Source: an optimization exercise on an open RTL-to-GDS flow (aim: small area). Production flows keep margins and buffers that such runs may drop. In this exercise RTL edits were held to simulation tests only and were not proved equivalent to the original. No activity file was given, so power comes from the tool's default toggle rates.

### design/flow/constraint.sdc
create_clock -name core_clock -period 15.0 [get_ports {clk}]
set_input_delay 3.0000 -clock core_clock [delete_from_list [all_inputs] [get_ports {clk}]]
set_output_delay 3.0000 -clock core_clock [all_outputs]
set_load 0.01 [all_outputs]
### design/flow/config.mk
export PLATFORM = sky130hd
export DESIGN_NAME = ci_decim_bank
export DESIGN_NICKNAME = ci_decim_bank
export VERILOG_FILES = /design/flow/design.v
export SDC_FILE = /design/flow/constraint.sdc
export NUM_CORES = 4
export LEC_CHECK = 0
export CAP_MARGIN = 20
export CORE_MARGIN = 2
export CORE_UTILIZATION = 40
export SLEW_MARGIN = 20
### design/flow/run.sh
#!/bin/bash
# synth_recipe.tcl (not shown) runs the flow's synth.tcl, then flattens the netlist and writes it again
# the make line also repeats each setting of config.mk as NAME=value (left out here)
make -C /OpenROAD-flow-scripts/flow DESIGN_CONFIG=/design/flow/config.mk WORK_HOME=/design/flow/orfs CLKGATE_MAP_FILE= SYNTH_SCRIPT=/design/flow/synth_recipe.tcl finish
### design/flow/design.v
module recip_rom (
    input  wire [5:0]  lbm1,
    output reg  [24:0] r
);
    always @(*) begin
        case (lbm1)
            6'd0: r = 25'd16777216;
            6'd1: r = 25'd8388608;
            6'd2: r = 25'd5592405;
            6'd3: r = 25'd4194304;
            6'd4: r = 25'd3355443;
            6'd5: r = 25'd2796203;
            6'd6: r = 25'd2396745;
            6'd7: r = 25'd2097152;
            6'd8: r = 25'd1864135;
            6'd9: r = 25'd1677722;
            6'd10: r = 25'd1525201;
            6'd11: r = 25'd1398101;
            6'd12: r = 25'd1290555;
            6'd13: r = 25'd1198373;
            6'd14: r = 25'd1118481;
            6'd15: r = 25'd1048576;
            6'd16: r = 25'd986895;
            6'd17: r = 25'd932068;
            6'd18: r = 25'd883011;
            6'd19: r = 25'd838861;
            6'd20: r = 25'd798915;
            6'd21: r = 25'd762601;
            6'd22: r = 25'd729444;
            6'd23: r = 25'd699051;
            6'd24: r = 25'd671089;
            6'd25: r = 25'd645278;
            6'd26: r = 25'd621378;
            6'd27: r = 25'd599186;
            6'd28: r = 25'd578525;
            6'd29: r = 25'd559241;
            6'd30: r = 25'd541201;
            6'd31: r = 25'd524288;
            6'd32: r = 25'd508400;
            6'd33: r = 25'd493448;
            6'd34: r = 25'd479349;
            6'd35: r = 25'd466034;
            6'd36: r = 25'd453438;
            6'd37: r = 25'd441506;
            6'd38: r = 25'd430185;
            6'd39: r = 25'd419430;
            6'd40: r = 25'd409200;
            6'd41: r = 25'd399458;
            6'd42: r = 25'd390168;
            6'd43: r = 25'd381300;
            6'd44: r = 25'd372827;
            6'd45: r = 25'd364722;
            6'd46: r = 25'd356962;
            6'd47: r = 25'd349525;
            6'd48: r = 25'd342392;
            6'd49: r = 25'd335544;
            6'd50: r = 25'd328965;
            6'd51: r = 25'd322639;
            6'd52: r = 25'd316551;
            6'd53: r = 25'd310689;
            6'd54: r = 25'd305040;
            6'd55: r = 25'd299593;
            6'd56: r = 25'd294337;
            6'd57: r = 25'd289262;
            6'd58: r = 25'd284360;
            6'd59: r = 25'd279620;
            6'd60: r = 25'd275036;
            6'd61: r = 25'd270600;
            6'd62: r = 25'd266305;
            6'd63: r = 25'd262144;
            default: r = 25'd0;
        endcase
    end
endmodule
module decim_chain (
    input  wire        clk,
    input  wire        rst,
    input  wire        bit_valid,
    input  wire        bit_in,
    input  wire        resync,
    input  wire        cfg_we,
    input  wire [15:0] cfg_data,
    output wire [15:0] cfg_q,
    output reg         out_valid,
    output reg  [24:0] out_data,
    output reg         out_settled
);
    localparam IW = 26;    
    localparam SW = 31;    
    reg  [1:0] preset;
    reg  [2:0] lacode_c;    
    reg  [5:0] lbm1_c;
    reg  [2:0] lacode;      
    reg  [5:0] lbm1;
    always @(*) begin
        case (preset)
            2'b00:   begin lacode = 3'b010; lbm1 = 6'd0; end   
            2'b01:   begin lacode = 3'b010; lbm1 = 6'd3; end   
            2'b10:   begin lacode = 3'b100; lbm1 = 6'd3; end   
            default: begin lacode = lacode_c; lbm1 = lbm1_c; end
        endcase
    end
    assign cfg_q = {preset, 2'b00, lacode, 3'b000, lbm1};
    wire cfg_ok  = cfg_we && !(cfg_data[15:14] == 2'b11 && cfg_data[11:9] > 3'b100);
    wire clr     = resync || cfg_ok;    
    always @(posedge clk) begin
        if (rst) begin
            preset   <= 2'b11;     
            lacode_c <= 3'b100;
            lbm1_c   <= 6'd15;
        end else if (cfg_ok) begin
            preset   <= cfg_data[15:14];
            lacode_c <= cfg_data[11:9];
            lbm1_c   <= cfg_data[5:0];
        end
    end
    reg  [IW-1:0] i1, i2, i3;
    reg  [7:0]    acnt;          
    wire [7:0]    la_m1 = (8'd16 << lacode) - 8'd1;
    wire [IW-1:0] x  = bit_in ? {{(IW-1){1'b0}}, 1'b1} : {IW{1'b1}};
    wire [IW-1:0] n1 = i1 + x;
    wire [IW-1:0] n2 = i2 + n1;
    wire [IW-1:0] n3 = i3 + n2;
    reg           a_go;          
    reg  [2:0]    a_lacode;
    reg  [5:0]    a_lbm1;
    always @(posedge clk) begin
        if (rst) begin
            i1 <= 0; i2 <= 0; i3 <= 0; acnt <= 0;
            a_go <= 1'b0; a_lacode <= 3'b0; a_lbm1 <= 6'd0;
        end else begin
            a_go <= 1'b0;
            if (clr) begin
                i1 <= 0; i2 <= 0; i3 <= 0; acnt <= 0;
            end else if (bit_valid) begin
                i1 <= n1; i2 <= n2; i3 <= n3;
                if (acnt == la_m1) begin
                    acnt     <= 0;
                    a_go     <= 1'b1;
                    a_lacode <= lacode;
                    a_lbm1   <= lbm1;
                end else begin
                    acnt <= acnt + 8'd1;
                end
            end
        end
    end
    reg  [IW-1:0] d1, d2, d3;    
    wire [IW-1:0] c1 = i3 - d1;
    wire [IW-1:0] c2 = c1 - d2;
    wire [IW-1:0] c3 = c2 - d3;
    reg  [IW-1:0] a_scaled;
    always @(*) begin
        case (a_lacode)
            3'd0:    a_scaled = c3 << 11;    
            3'd1:    a_scaled = c3 << 8;     
            3'd2:    a_scaled = c3 << 5;     
            3'd3:    a_scaled = c3 << 2;     
            default: a_scaled = {c3[IW-1], c3[IW-1:1]};   
        endcase
    end
    wire [SW-1:0] a_ext = {{(SW-IW){a_scaled[IW-1]}}, a_scaled};
    reg  [SW-1:0] s_acc;
    reg  [5:0]    bcnt;          
    reg  [1:0]    nout;          
    wire [SW-1:0] s_sum = s_acc + a_ext;
    reg           b_go;
    reg  [SW-1:0] b_sum;
    reg  [5:0]    b_lbm1;
    reg           b_settled;
    always @(posedge clk) begin
        if (rst) begin
            d1 <= 0; d2 <= 0; d3 <= 0;
            s_acc <= 0; bcnt <= 0; nout <= 0;
            b_go <= 1'b0; b_sum <= 0; b_lbm1 <= 0; b_settled <= 1'b0;
        end else begin
            b_go <= 1'b0;
            if (a_go) begin
                if (bcnt == a_lbm1) begin
                    b_go      <= 1'b1;
                    b_sum     <= s_sum;
                    b_lbm1    <= a_lbm1;
                    b_settled <= (a_lbm1 == 6'd0) ? (nout == 2'd2 || nout == 2'd3)
                                                  : (nout != 2'd0);
                end
            end
            if (clr) begin
                d1 <= 0; d2 <= 0; d3 <= 0;
                s_acc <= 0; bcnt <= 0; nout <= 0;
            end else if (a_go) begin
                d1 <= i3; d2 <= c1; d3 <= c2;
                if (bcnt == a_lbm1) begin
                    s_acc <= 0;
                    bcnt  <= 0;
                    if (nout != 2'd3) nout <= nout + 2'd1;
                end else begin
                    s_acc <= s_sum;
                    bcnt  <= bcnt + 6'd1;
                end
            end
        end
    end
    wire [24:0] r;
    recip_rom u_rom (.lbm1(b_lbm1), .r(r));
    wire signed [56:0] prod = $signed(b_sum) * $signed({1'b0, r});
    always @(posedge clk) begin
        if (rst) begin
            out_valid   <= 1'b0;
            out_data    <= 25'd0;
            out_settled <= 1'b0;
        end else begin
            out_valid <= b_go;
            if (b_go) begin
                out_data    <= prod[48:24];
                out_settled <= b_settled;
            end
        end
    end
endmodule
module ci_decim_bank (
    input  wire         clk,
    input  wire         rst,
    input  wire         bit_valid,
    input  wire [3:0]   bits,
    input  wire [3:0]   resync,
    input  wire         cfg_we,
    input  wire [1:0]   cfg_ch,
    input  wire [15:0]  cfg_data,
    input  wire [1:0]   cfg_rd_ch,
    output wire [15:0]  cfg_rd_data,
    output wire [3:0]   out_valid,
    output wire [3:0]   out_settled,
    output wire [99:0]  out_data
);
    wire [15:0] cfg_q [0:3];
    genvar c;
    generate
        for (c = 0; c < 4; c = c + 1) begin : g_ch
            decim_chain u_chain (
                .clk        (clk),
                .rst        (rst),
                .bit_valid  (bit_valid),
                .bit_in     (bits[c]),
                .resync     (resync[c]),
                .cfg_we     (cfg_we && cfg_ch == c),
                .cfg_data   (cfg_data),
                .cfg_q      (cfg_q[c]),
                .out_valid  (out_valid[c]),
                .out_data   (out_data[25*c +: 25]),
                .out_settled(out_settled[c])
            );
        end
    endgenerate
    assign cfg_rd_data = cfg_q[cfg_rd_ch];
endmodule
==> run summary <==
- Post-synth EDFFs: 0
- FP Rows: between 200 and 250
- Logic gate share of total power: approximately 57%
- Final Max Slew Viols: 0
- Largest area contributor in the netlist: fa_1
- Clock skew: 72.0 ps
- Fill cell count: 44600
- Distinct cells, synth: 100
- CTS buffer count: 164
- Post-DRT Antenna Nets: 0
- Largest net degree at the start of global routing: 94
- Final hold violation count: 0
- Drt wl/cell: between 15 and 20 um
- Ys async rst share: 0%
- Setup_tns: 0 ps
- Met3 wire length: 22.3 mm
- Clock sink total: 1260
- Syn. warnings: 3
- Die X: 677 um
- Grt total ovfl: 0
- Status: timing/DRC/antenna clean
- Router iterations before antenna repair: 6
- #FFs+latches synth: 1260
- Vias in the first global route: 141000
- Die ar.: 458000 um2
- CP required: 15800 ps
- Slew headroom: between 20% and 30%
- Ports: 156
- Worst skew pair latency: roughly 900 ps
- Ratio of cells with drive above 1 in the final layout: between 3 and 4%
- CP Class: in -> reg
- Global Route Usage Sum: ~20%
- Max Used Layer: met5
- Fin crit period: between 10000 and 15000 ps
- Primary FF master, synth: dfxtp_1
- Synth top area cells: fa_1, dfxtp_1, ha_1
- Net Sw Power: 0.00790 W
- Worst Setup End Kind: register
- Via density: ~5.2
- HP Class: reg -> reg
- Post-cts sizing count: 0
- Met2 Wirelength: 218 mm
- Maximum clock frequency: 0.0968 GHz
- Hpwl dp: 350 mm
- Worst EP arrival: 11140 ps
- Peak supply drop: 0.161 mV
- Hold Path Origin: g_ch[3].u_chain.b_sum[14]
- Reg power frac: 19.3%
- CTS tree: done
- Metal-1 WL: between 200 and 250 mm
- Initial antenna violation count: 32
- PortBufs: roughly 150
- Routed WL: 462 mm
- Core Region: 452000 um2
- Initial Util: 40.1%
- Tightest hold margin: 453 ps
- Clock-pin slew on the worst setup and hold paths: 60 ps
- Htree depth: 4
- Leakage: 85.2 nW
- RSZ-0062 raised after global routing: false
- Post-Syn Area per Cell: 8.64 um2
- Clk buf depth: 4
- Critical-path maximum fanout: 24
- Detailed-route via count: 138000
- Die H: 677 um
- CTS Hold Bufs: 0
- Yosys top cell area share: 31.9%
- Final GP Congestion: roughly 0.89
- First-pass GRT wire length: 761 mm
- Most common cell after layout, fill and taps aside: inv_1
- Area Growth Syn to Fin: 7.19%
- DRC errors left: 0
- Cell Area, Synth: 181000 um2
- Switching Fraction: between 40 and 50%
- Worst slew pin tran: 1120 ps
- Nets@finish: 24800
- Final period util: about 70%
- PwrDens: 92.6 nW/um2
- Endpoints failing setup: 0
- Worst setup startpoint: bits[0]
- Reg-to-reg startpoint: g_ch[1].u_chain.b_sum[15]
- Crit path launch type: primary input
- Slowest-stage cell, CP: inv_1
- Maxcap violations: 0
- Int Pwr: around 0.010 W
- Initial drt markers: 8082
- Largest stage delay on the critical path: 740 ps
- CTS root buf: clkbuf_16
- Post-synthesis cell count: 21000
- Sequential element share of the synthesized area: 13.9%
- Most frequent cells in the layout: inv_1, fa_1, nand2_1
- Clock power frac: between 20% and 30%
- Postcts setup bufs: 0
==> power groups by stage <==
| stage | combinational (W) | clock [W] | sequential (W) |
|---|---|---|---|
| 6_report | 0.0103 | 0.00426 | 0.00346 |
| 5_1_grt | 0.0114 | 0.00453 | 0.00347 |
| 4_1_cts | 0.0102 | 0.00442 | 0.00346 |
| 3_5_place_dp | 0.0102 | 0 | 0.00354 |
| 3_3_place_gp | 0.0101 | 0 | 0.00353 |
| 2_1_floorplan | 0.00790 | 0 | 0.00352 |
==> sequential cells by signal (all words and copies together), names as in the netlist, 8 cells and up <==
name                   flops
g_ch.u_chain.a_lacode     12
g_ch.u_chain.a_lbm1       24
g_ch.u_chain.acnt         32
g_ch.u_chain.b_lbm1       24
g_ch.u_chain.b_sum       124
g_ch.u_chain.bcnt         24
g_ch.u_chain.d1          104
g_ch.u_chain.d2          104
g_ch.u_chain.d3          104
g_ch.u_chain.i1          104
g_ch.u_chain.i2          104
g_ch.u_chain.i3          104
g_ch.u_chain.lacode_c     12
g_ch.u_chain.lbm1_c       24
g_ch.u_chain.nout          8
g_ch.u_chain.out_data    100
g_ch.u_chain.preset        8
g_ch.u_chain.r           100
g_ch.u_chain.s_acc       124
==> logic make-up (layout without fill, tap and decap cells) <==
logic type               Yosys count  after routing  synth area share, %
adder cells (fa/ha/maj)         4243           4243                 41.3
XOR/XNOR                         905            905                 4.43
other                              1             14              0.00207
AND/OR/NAND/NOR                 6605           6605                 16.9
multiplexers                     742            742                 4.21
flip-flops                      1260           1260                 13.9
buffers and inverters           4298           3978                 8.94
AO/OA/AOI/OAI                   2904           2904                 10.3
==> cells in the mapped netlist, types with 35 or more instances <==
cell and instances:
or3_1 75, clkbuf_1 919, buf_1 95, xor2_1 263, mux2i_1 698, o21a_1 112
nor2b_1 118, a21o_1 274, xnor2_1 636, a211o_1 42, o31ai_1 52, and2_1 1362
o21bai_1 95, nor2_1 1539, o211ai_1 66, or2_2 64, nand2b_1 117, ha_1 1355
o22ai_1 47, inv_1 3250, a22oi_1 97, dfxtp_1 1260, o21ai_0 541, a31oi_1 93
o311ai_0 37, a21oi_1 923, a21boi_0 37, a211oi_1 151, fa_1 2888, and3_1 87
nor3_1 238, nand4_1 64, nand3_1 205, nand2_1 2614, nor4_1 35
==> path summary, 6_finish.rpt <==
path,endpoint,slack (ps),cells past startpoint
worst max-delay path,g_ch[0].u_chain.i3[25],4660,31
worst min-delay path,g_ch[3].u_chain.b_sum[14],450,2
worst max register to register,g_ch[1].u_chain.out_data[24],5310,27
worst min register to register,g_ch[3].u_chain.b_sum[14],450,2
==> critical path: cells and delay by family <==
kind | cells | cell delay, ps
and+or+nand+nor | 3 | 500
adders and majority gates | 3 | 1090
buffers and inverters | 2 | 1290
AOI/OAI and AO/OA | 19 | 4600
xor gates and xnor gates | 4 | 630
==> metal layers <==
layer / GRT usage (%) / vias to the layer above
met4: 6.11 / 6
met1: 27.4 / 68400
met5: 0 / -
met2: 34.3 / 3039
li1: - / 65500
met3: 2.02 / 661
==> layout make-up <==
class / count / area (um2) / share of cell area (%)
timing repair buffer: 420 / 3520 / 1.82
multi-input combinational: 15400 / 140000 / 72.0
sequential: 1260 / 25300 / 13.0
inverter: 3266 / 12300 / 6.32
clock buffer: 213 / 4580 / 2.36
clock inverter: 79 / 1150 / 0.593
tap: 5976 / 7480 / 3.85
antenna: 9 / 22.5 / 0.0116
==> stage by stage <==
stage | power, W | util [%] | instance area (um2) | instances | worst slack [ps]
after global routing | 0.0194 | 43.0 | 194000 | 26600 | 3820
after detailed placement | 0.0137 | 41.7 | 188000 | 26300 | 3760
after floorplan | 0.0114 | - | 181000 | 21000 | 5630
after global placement | 0.0136 | 41.7 | 188000 | 26300 | 3650
after CTS | 0.0181 | 43.0 | 194000 | 26600 | 4710
final | 0.0180 | 43.0 | 194000 | 26600 | 4660

-- port drivers added, routing unchanged --
Ports are ideal in the flow. The routed layout listed here was re-timed in OpenROAD. Step 1 sets driving cells, clkbuf_16 on the clock port and buf_2 on the other inputs (assumed; they add their load-dependent delay and slew). Step 2 moves the port delays by t, midway between the first and last clock arrival at a register: inputs arrive t later, outputs are due t later. That takes back most of the time a late clock gives input paths. Slacks: ideal ports / drivers / drivers and shift; pairs: ideal ports / drivers.
t (ns): 0.984
slack for setup (ns): 4.664 / 4.663 / 3.679
worst slew at a driven data input, ns: 0.33
After both steps this run still meets setup and hold. For this run, drivers alone change the setup slack by -0.001 ns; drivers and shift together by -0.985 ns.
